Context: an optimization exercise on an open-source flow, tuned for small area, a short achievable clock period and few clock cycles. The choices shown serve that exercise and are no tape-out recipe.
Function was checked by simulation only, so behaviour that the tests miss may differ from the original.

==> flow/design.v (outline; a module is shown in full before it is edited, if it fits) <==
// module hge_fig: 198 lines
// module hg_dcm: 526 lines
// module hg_fd: 201 lines
// module hg_kkd: 1181 lines
// module hg_dq: 1813 lines
// module hg_sq: 1113 lines
// module hg_rng: 1772 lines
module hge_fig (
    input  wire        clk,
    input  wire        rst,           
    input  wire        start,
    output wire        ready,
    output wire        done,
    input  wire [15:0] in_c_lo,       
    input  wire [15:0] in_c_mid,      
    input  wire [15:0] in_c_hi,       
    input  wire        in_lo_in,      
    input  wire        in_hi_in,      
    input  wire [23:0] in_anum,       
    input  wire [8:0]  in_d,          
    input  wire [7:0]  in_floor16,    
    input  wire [7:0]  in_k16,        
    input  wire [15:0] in_start,      
    input  wire [13:0] in_bin,        
    input  wire [1:0]  in_bw,         
    input  wire [15:0] in_zero,       
    output reg  [5:0]  out_delta16,   
    output reg  [11:0] out_height,
    output reg  [7:0]  out_quality,
    output reg  [27:0] out_range      
);
  // ...
==> flow/flow/run.sh <==
#!/bin/bash
# The standard layout (standard.sh) with one change: timing repair
# (repair_timing after CTS and after global routing) aims for a setup slack
# of SETUP_SLACK_MARGIN ns at the design's own clock period and
# constraints, so it sizes and buffers the design's long paths instead of
# stopping at zero slack. Synthesis, floorplan, power grid, placement, CTS,
# routing and the SDC are the standard ones.
set -euo pipefail
cd "$(dirname "$0")/.."
bash standard.sh SETUP_SLACK_MARGIN=19 finish > flow_standard.log 2>&1
==> flow/standard.sh <==
#!/bin/bash
# synth_recipe.tcl (not shown) runs the flow's synth.tcl, then flattens the netlist and writes it again
# the make line also repeats each setting of config.mk as NAME=value (left out here)
make -C /OpenROAD-flow-scripts/flow DESIGN_CONFIG=/design/flow/config.mk WORK_HOME=/design/flow/orfs CLKGATE_MAP_FILE= SYNTH_SCRIPT=/design/flow/synth_recipe.tcl "${@:-finish}"
==> flow/config.mk <==
export PLATFORM = sky130hd
export DESIGN_NAME = hge_fig
export DESIGN_NICKNAME = hge_fig
export VERILOG_FILES = /design/flow/design.v
export SDC_FILE = /design/flow/constraint.sdc
export NUM_CORES = 4
export LEC_CHECK = 0
export CAP_MARGIN = 20
export CORE_MARGIN = 2
export CORE_UTILIZATION = 55
export PLACE_DENSITY = 0.65
export SLEW_MARGIN = 20
==> flow/constraint.sdc <==
create_clock -name core_clock -period 25.0 [get_ports {clk}]
set_input_delay 5.0000 -clock core_clock [delete_from_list [all_inputs] [get_ports {clk}]]
set_output_delay 5.0000 -clock core_clock [all_outputs]
set_load 0.01 [all_outputs]
==> run summary, run 1 <==
Area Growth Syn to Fin 19.2%; Reg area ~0.019 sq mm; NonClk Buf Share 8.82%; synth warn 1; Gate Count Post-Synth around 17000; Compound-Gate Fraction of Synth Area approximately 18%; XOR/XNOR Fraction of Synth Area 5.43%; Syn Std Cell Area approximately 0.14 sq mm; wl on met1 199000 um; mean routed wirelength per cell 24.1 um; fin crit share between 20% and 30%; PortBufs slightly above 200; Fin. Hold Viols 0; Total Routing Usage GR 37.1%; clock slew at the register clock pins of the worst setup and hold paths roughly 0.06 ns; register bit total from synthesis 798; Relative slew margins ~7.5%; status complete, no violations; clk tree area frac under 10%; Max-Cap Viols 0; FFs w/ async S/R, synth 0%; Post-synth top cells 2315 x inv_1, 1939 x fa_1, 1613 x ha_1; worst min-delay path startpoint qq[2]; Synth area leaders fa_1 27%, ha_1 14%, dfxtp_1 7.5%; leading cell type in the layout, fill and taps excluded inv_1
Testbench counts, summed over its fixed seeds: cycles 22,400.
==> run 2, diff against run 1 <==
--- a/flow/flow/run.sh
+++ b/flow/flow/run.sh
@@ -7,4 +7,4 @@
 # routing and the SDC are the standard ones.
 set -euo pipefail
 cd "$(dirname "$0")/.."
-bash standard.sh SETUP_SLACK_MARGIN=19 finish > flow_standard.log 2>&1
+bash standard.sh SETUP_SLACK_MARGIN=18 finish > flow_standard.log 2>&1
==> run 2 against run 1 <==
Hold slack improved by 0.00067 ns; fmax shrank 1.7%; sequential share of layout area grew 0.97 points; synthesized cell count is the same; clock skew up 0.059 ns; critical endpoint is now out_quality[0]; routed wire length decreased by 6.6%; non-clock buffer count decreased by 693; worst setup slack got worse by 0.12 ns.
==> run summary, run 2 <==
Syn Std Cell Area 0.145 sq mm (unchanged); worst slew pin tran ~1.2 ns; GRT busiest layer met2; crit path DAT 1.91 ns; Synth cell types 100; Pre-Repair DR Iteration Count 7; slowest stage delay, CP between 0.5 and 0.6 ns; I/O Pins 206; leading cell type in the layout, fill and taps excluded inv_1; DP Area about 0.15 sq mm; Vias/cell 6.04; Synth top area share about 27%; most common cell in the netlist inv_1; reg-to-reg critical path startpoint kkd[3]; Data required, critical path ~20 ns; maximum root-to-sink buffer count 4; synth warn 1 (unchanged); register name with the most flops rgc; FFs w/ async S/R, synth 0% (unchanged); final setup fails 0; maximum number of pins on one net before global-route repair a little over 90; dpl hpwl about 350000 um; mean routed wirelength per cell 23.3 um (-3.4%); HP Class register to register; clk sinks 798; Max Fclk around 140 MHz; max reg flops slightly above 70; register bit total from synthesis 798 (unchanged); Starting Density a little under three fifths; CP startpoint out_quality[0]; GP Congestion a little under 1; most frequent cells in the layout 2295 x inv_1, 1932 x fa_1, 1579 x ha_1, 1381 x nand2_1, 1187 x nor2_1; type of the worst setup path register to output port; Post-Layout Inst Area ~0.16 sq mm; clock root buffer master clkbuf_16; RSZ-0062 raised after global routing true; Total Routing Usage GR 34.7% (-2.4 points); setup TNS 0 ns; Final min period 6.91 ns; CTS H-Tree Depth 3; Yosys top cell by area fa_1; Top Registers rgc: 71 flops, rgs: 69 flops, qr: 61 flops; multi-input combinational cell area approximately 0.12 sq mm; detailed-route via count around 120k; Crit path max-delay family buffers and inverters; worst-path fanout max 1; number of buffers created by CTS about 110; DRT iter0 DRCs around 11000; GRT overflow 0; Primary FF master, synth dfxtp_1; worst skew pair latency 0.90 ns; Post-synth top cells 2315 x inv_1, 1939 x fa_1, 1613 x ha_1; PortBufs 205 (unchanged); highest-delay cell along the critical path clkdlybuf4s50_1; CTS tree done; clock slew at the register clock pins of the worst setup and hold paths 0.06 ns (about the same); met2 usage about 55%; CP Capture Type output port; startpoint types register; row count 188; status complete, no violations; Area Growth Syn to Fin 9.28%; CORE AREA 0.262 sq mm; Nets just over 20000; worst min-delay path startpoint qq[2]; Slew Viols, Final 0; Max-Cap Viols 0 (unchanged); Synth area leaders fa_1 27%, ha_1 14%, dfxtp_1 7.5%; M1 GR Usage a little under half; Fin. Hold Viols 0 (unchanged); drc violations 0; Post-synth EDFFs 257; Reg area 0.0187 sq mm (-0.19%); layout cells sized above 1 7.09%; antenna violations before repair 19; Relative slew margins 22.6% (+15 points); routed wire length 472000 um; Layout Skew 0.138 ns; sequential share of the synthesized area approximately an eighth; Die Y between 500 and 600 um; FILL cells ~23000; Gate Count Post-Synth 16900 (unchanged); fin crit share 27.7% (+0.46 points); Die ar. around 0.27 sq mm; Die W about 520 um; Mean Syn Cell Area roughly 8.6 sq um; Critical Path, Cell by Cell clkdlybuf4s50_1; first-pass GRT wire length about 720000 um; vias in the first global route 120000; Antenna Nets Post-Route 0; GR Layer Usage met3 under 10%; WP buf/inv 1
==> run 2: cell counts after synthesis <==
Identical to the previous run, type by type.
==> run 2: what timing repair did <==
action                                  4_1_cts  5_1_grt
buffers inserted                             46       96
hold buffers                                  0        0
pin swaps                                    34      102
endpoints found under the setup margin      230      200
gates resized for setup                     286      407
cloned                                       23       26
==> run 2: logic make-up after synthesis <==
kind of cell	count (synthesis)	synth area share, %
simple gates	4269	13.7
mux	148	1.04
other cells	1	0.00259
xor+xnor	897	5.43
flops	798	12.8
compound gates	4012	18.0
buf+inv	3191	8.32
fa+ha+maj	3552	40.7
==> run 2: path summary, 6_finish.rpt <==
| kind | cells past startpoint | end | slack (ns) |
|---|---|---|---|
| max reg2reg | 31 | dq[48] | 18.10 |
| max | 1 | out_quality[0] | 18.09 |
| min reg2reg | 0 | qq[4] | 0.35 |
| min | 0 | qq[4] | 0.35 |
==> run 2: layout make-up <==
| class | instances | share of cell area (%) |
|---|---|---|
| Antenna cell | 8 | 0.0126 |
| Clock buffer | 131 | 1.87 |
| Clock inverter | 66 | 0.530 |
| Inverter | 2318 | 5.51 |
| Multi-Input combinational cell | 12900 | 73.3 |
| Sequential cell | 798 | 11.8 |
| Tap cell | 3515 | 2.78 |
| Timing Repair Buffer | 572 | 4.17 |
==> run 2: metal layers <==
| metal | wire length, um | vias to the layer above |
|---|---|---|
| met2 | 213000 | 5252 |
| li1 | - | 56400 |
| met3 | 41500 | 1029 |
| met4 | 23700 | 8 |
| met1 | 194000 | 59800 |
| met5 | 49 | - |
==> run 2: metrics by stage <==
step	hold WS (ns)	instances	util [%]	setup WS (ns)
after floorplan	0.323	16900	-	18.01
after global placement	0.332	19900	57.1	16.64
after detailed placement	0.334	19900	57.1	16.58
after CTS	0.347	20200	59.3	17.90
after global routing	0.360	20300	60.4	17.82
final	0.350	20300	60.4	18.09
==> run 3, diff against run 2 <==
--- a/flow/flow/run.sh
+++ b/flow/flow/run.sh
@@ -7,4 +7,4 @@
 # routing and the SDC are the standard ones.
 set -euo pipefail
 cd "$(dirname "$0")/.."
-bash standard.sh SETUP_SLACK_MARGIN=18 finish > flow_standard.log 2>&1
+bash standard.sh SETUP_SLACK_MARGIN=18.5 finish > flow_standard.log 2>&1
==> run 3 against run 2 <==
Largest cell class unchanged; die area unchanged; register-to-register slack better by 0.05 ns; non-clock buffer count up 385; area after synthesis unchanged; clock-buffer cell count up 11; synthesized cell count unchanged; critical path depth up 24.
==> run summary, run 3 <==
Max Fclk 146 MHz (+0.88%); Post-synth top cells 2315 x inv_1, 1939 x fa_1, 1613 x ha_1; detailed-route via count 126000 (+2.6%); Final min period 6.85 ns (-0.0602 ns); clock root buffer master clkbuf_16; clock slew at the register clock pins of the worst setup and hold paths 0.06 ns (about the same); Syn Std Cell Area 0.145 sq mm (unchanged); row count 188 (unchanged); Data required, critical path 25.72 ns (+5.72 ns); most common cell in the netlist inv_1; Mean Syn Cell Area 8.59 sq um (unchanged); slowest stage delay, CP 0.66 ns (+0.08 ns); Area Growth Syn to Fin 14.7%; Primary FF master, synth dfxtp_1; startpoint types register; highest-delay cell along the critical path a221oi_1; register bit total from synthesis 798 (unchanged); I/O Pins 206 (unchanged); Post-synth EDFFs 257 (unchanged); type of the worst setup path register to register; worst-path fanout max 13 (+12); Relative slew margins 16.0% (-6.6 points); fin crit share 27.4% (-0.24 points); vias in the first global route 122000 (+1.9%); dpl hpwl 346000 um (-2.4%); PortBufs 205 (unchanged); sequential share of the synthesized area 12.8% (unchanged); synth warn 1 (unchanged); Layout Skew 0.0900 ns (-0.0480 ns); Slew Viols, Final 0 (unchanged); Post-Layout Inst Area 0.166 sq mm (+5.0%); register name with the most flops rgc; Yosys top cell by area fa_1; most frequent cells in the layout 2257 x inv_1, 1875 x fa_1, 1503 x ha_1, 1370 x nand2_1, 1173 x nor2_1; GRT overflow 0 (unchanged); Die ar. 0.268 sq mm (unchanged); CTS tree done; Gate Count Post-Synth 16900 (unchanged); Antenna Nets Post-Route 0 (unchanged); CP Capture Type register; Most common cell on crit path a21o_1; Die Y 517 um (unchanged); final setup fails 0 (unchanged); FILL cells 22400 (-3.9%); worst slew pin tran 1.26 ns (+0.109 ns); Non-Filler Instances 20700 (+2.0%); Placed Cells 19900 (-0.055%); GP Congestion 0.965 (+0.46%); Synth top area share 26.8% (unchanged); Min Hold Slack 0.344 ns (-0.00594 ns); Synth area leaders fa_1 27%, ha_1 14%, dfxtp_1 7.5%; max reg flops 71 (unchanged); Starting Density 55.2% (unchanged); layout cells sized above 1 11.9% (+4.8 points); maximum root-to-sink buffer count 3 (-1); first-pass GRT wire length 726000 um (+1.5%); HP Class register to register; clk sinks 798 (unchanged); Top Registers rgc: 71 flops, rgs: 69 flops, qr: 61 flops; Max-Cap Viols 0 (unchanged); CORE AREA 0.262 sq mm (unchanged); CTS H-Tree Depth 3 (unchanged); antenna violations before repair 29 (+10); Total Routing Usage GR 35.1% (+0.45 points); Pre-Repair DR Iteration Count 8 (+1); Synth cell types 100 (unchanged); Vias/cell 6.07 (+0.62%); number of buffers created by CTS 105 (-2.8%); Die W 517 um (unchanged); worst skew pair latency 0.82 ns (-0.08 ns); crit path DAT 7.57 ns (+5.66 ns); RSZ-0062 raised after global routing true; mean routed wirelength per cell 23.6 um (+1.5%); hold buffer count at cts 0 (unchanged); routed wire length 489000 um (+3.5%); DRT iter0 DRCs 13400 (+24%); Fin. Hold Viols 0 (unchanged); maximum number of pins on one net before global-route repair 129 (+42%); FFs w/ async S/R, synth 0% (unchanged); DP Area 0.150 sq mm (about the same); Nets 20800 (+1.9%); setup TNS 0 ns (unchanged); status complete, no violations; leading cell type in the layout, fill and taps excluded inv_1; drc violations 0 (unchanged)
## run 3: cell counts after synthesis
Identical to the previous run, type by type.
## run 3: cell type report
class	count	area (sq um)	area share [%]
clock buffers	142	3010	1.81
well taps	3515	4400	2.65
diodes	18	45.0	0.0271
repair buffers	957	11800	7.08
repair inverters	1	7.51	0.00452
inverters	2318	8780	5.28
clock inverters	57	731	0.440
flip-flops and latches	798	18700	11.3
multi-input cells	12900	119000	71.4
## run 3: per-layer routing
metal	up-vias	track usage, %	routed length [um]
met5	-	0	125
met4	20	12.8	25900
met3	1247	7.11	49400
met2	5990	54.7	213000
met1	61200	48.4	200000
li1	57200	-	-
## run 3: final timing paths
path / cells past startpoint / slack [ns] / from / end
max: 25 / 18.15 / kkd[7] / dq[44]
min: 0 / 0.34 / qq[3] / qq[5]
min reg2reg: 0 / 0.34 / qq[3] / qq[5]
max reg2reg: 25 / 18.15 / kkd[7] / dq[44]
## run 3: critical path, delay by kind of cell, from the launching register on
kind / cells / cell delay (ns)
fa+ha+maj: 4 / 1.89
xor+xnor: 2 / 0.29
buf+inv: 3 / 0.50
flops: 1 / 0.37
compound gates: 14 / 3.29
simple gates: 2 / 0.40
## run 3: cell families (layout without fill, tap and decap cells)
family | after synthesis | in the layout | synth area share (%)
multiplexers | 148 | 148 | 1.04
flip-flops | 798 | 798 | 12.8
AND/OR/NAND/NOR | 4269 | 4282 | 13.7
buffers and inverters | 3191 | 3475 | 8.32
AO/OA/AOI/OAI | 4012 | 4012 | 18.0
adder cells (fa/ha/maj) | 3552 | 3552 | 40.7
XOR/XNOR | 897 | 897 | 5.43
other | 1 | 20 | 0.00259
## run 3: stage by stage
| stage | util, % | worst slack [ns] |
|---|---|---|
| after CTS | 61.1 | 18.13 |
| after global routing | 63.4 | 17.91 |
| after global placement | 57.0 | 16.61 |
| final | 63.4 | 18.15 |
| after floorplan | - | 18.47 |
| after detailed placement | 57.0 | 16.58 |
## run 3: repair_timing
item | in CTS | in global routing
endpoints found under the setup margin | 316 | 251
pin swaps | 164 | 311
cloned | 69 | 50
gates resized for setup | 911 | 768
setup buffers | 243 | 229

-- re-timing with driven ports --
No port has a modelled driver above. Below, the same layouts with a new extraction and two added sets of constraints.
Step 1 sets driving cells, clkbuf_16 on the clock port and buf_2 on the other inputs (assumed; they add their load-dependent delay and slew).
Step 2 adds t to the input delays and takes it off the output delays; t is the mean of the earliest and latest rising clock arrival at the registers after step 1. Input paths then give back, and output paths get back, about the clock's delay inside the block.
Three values: no drivers, after step 1, after step 2; two values: the first two.
run | t, ns | setup slack, ns | worst setup path at the end | worst register clock-pin slew, ns | worst slew at a driven data input, ns
run 1 | 0.961 | 18.202 / 18.121 / 18.202 | register to register | 0.07 / 0.07 | 0.13
run 2 | 0.934 | 18.086 / 17.980 / 18.096 | register to register | 0.07 / 0.07 | 0.09
run 3 | 0.868 | 18.146 / 18.146 / 18.146 | register to register | 0.07 / 0.07 | 0.13
After both steps setup and hold are still met in every run listed.
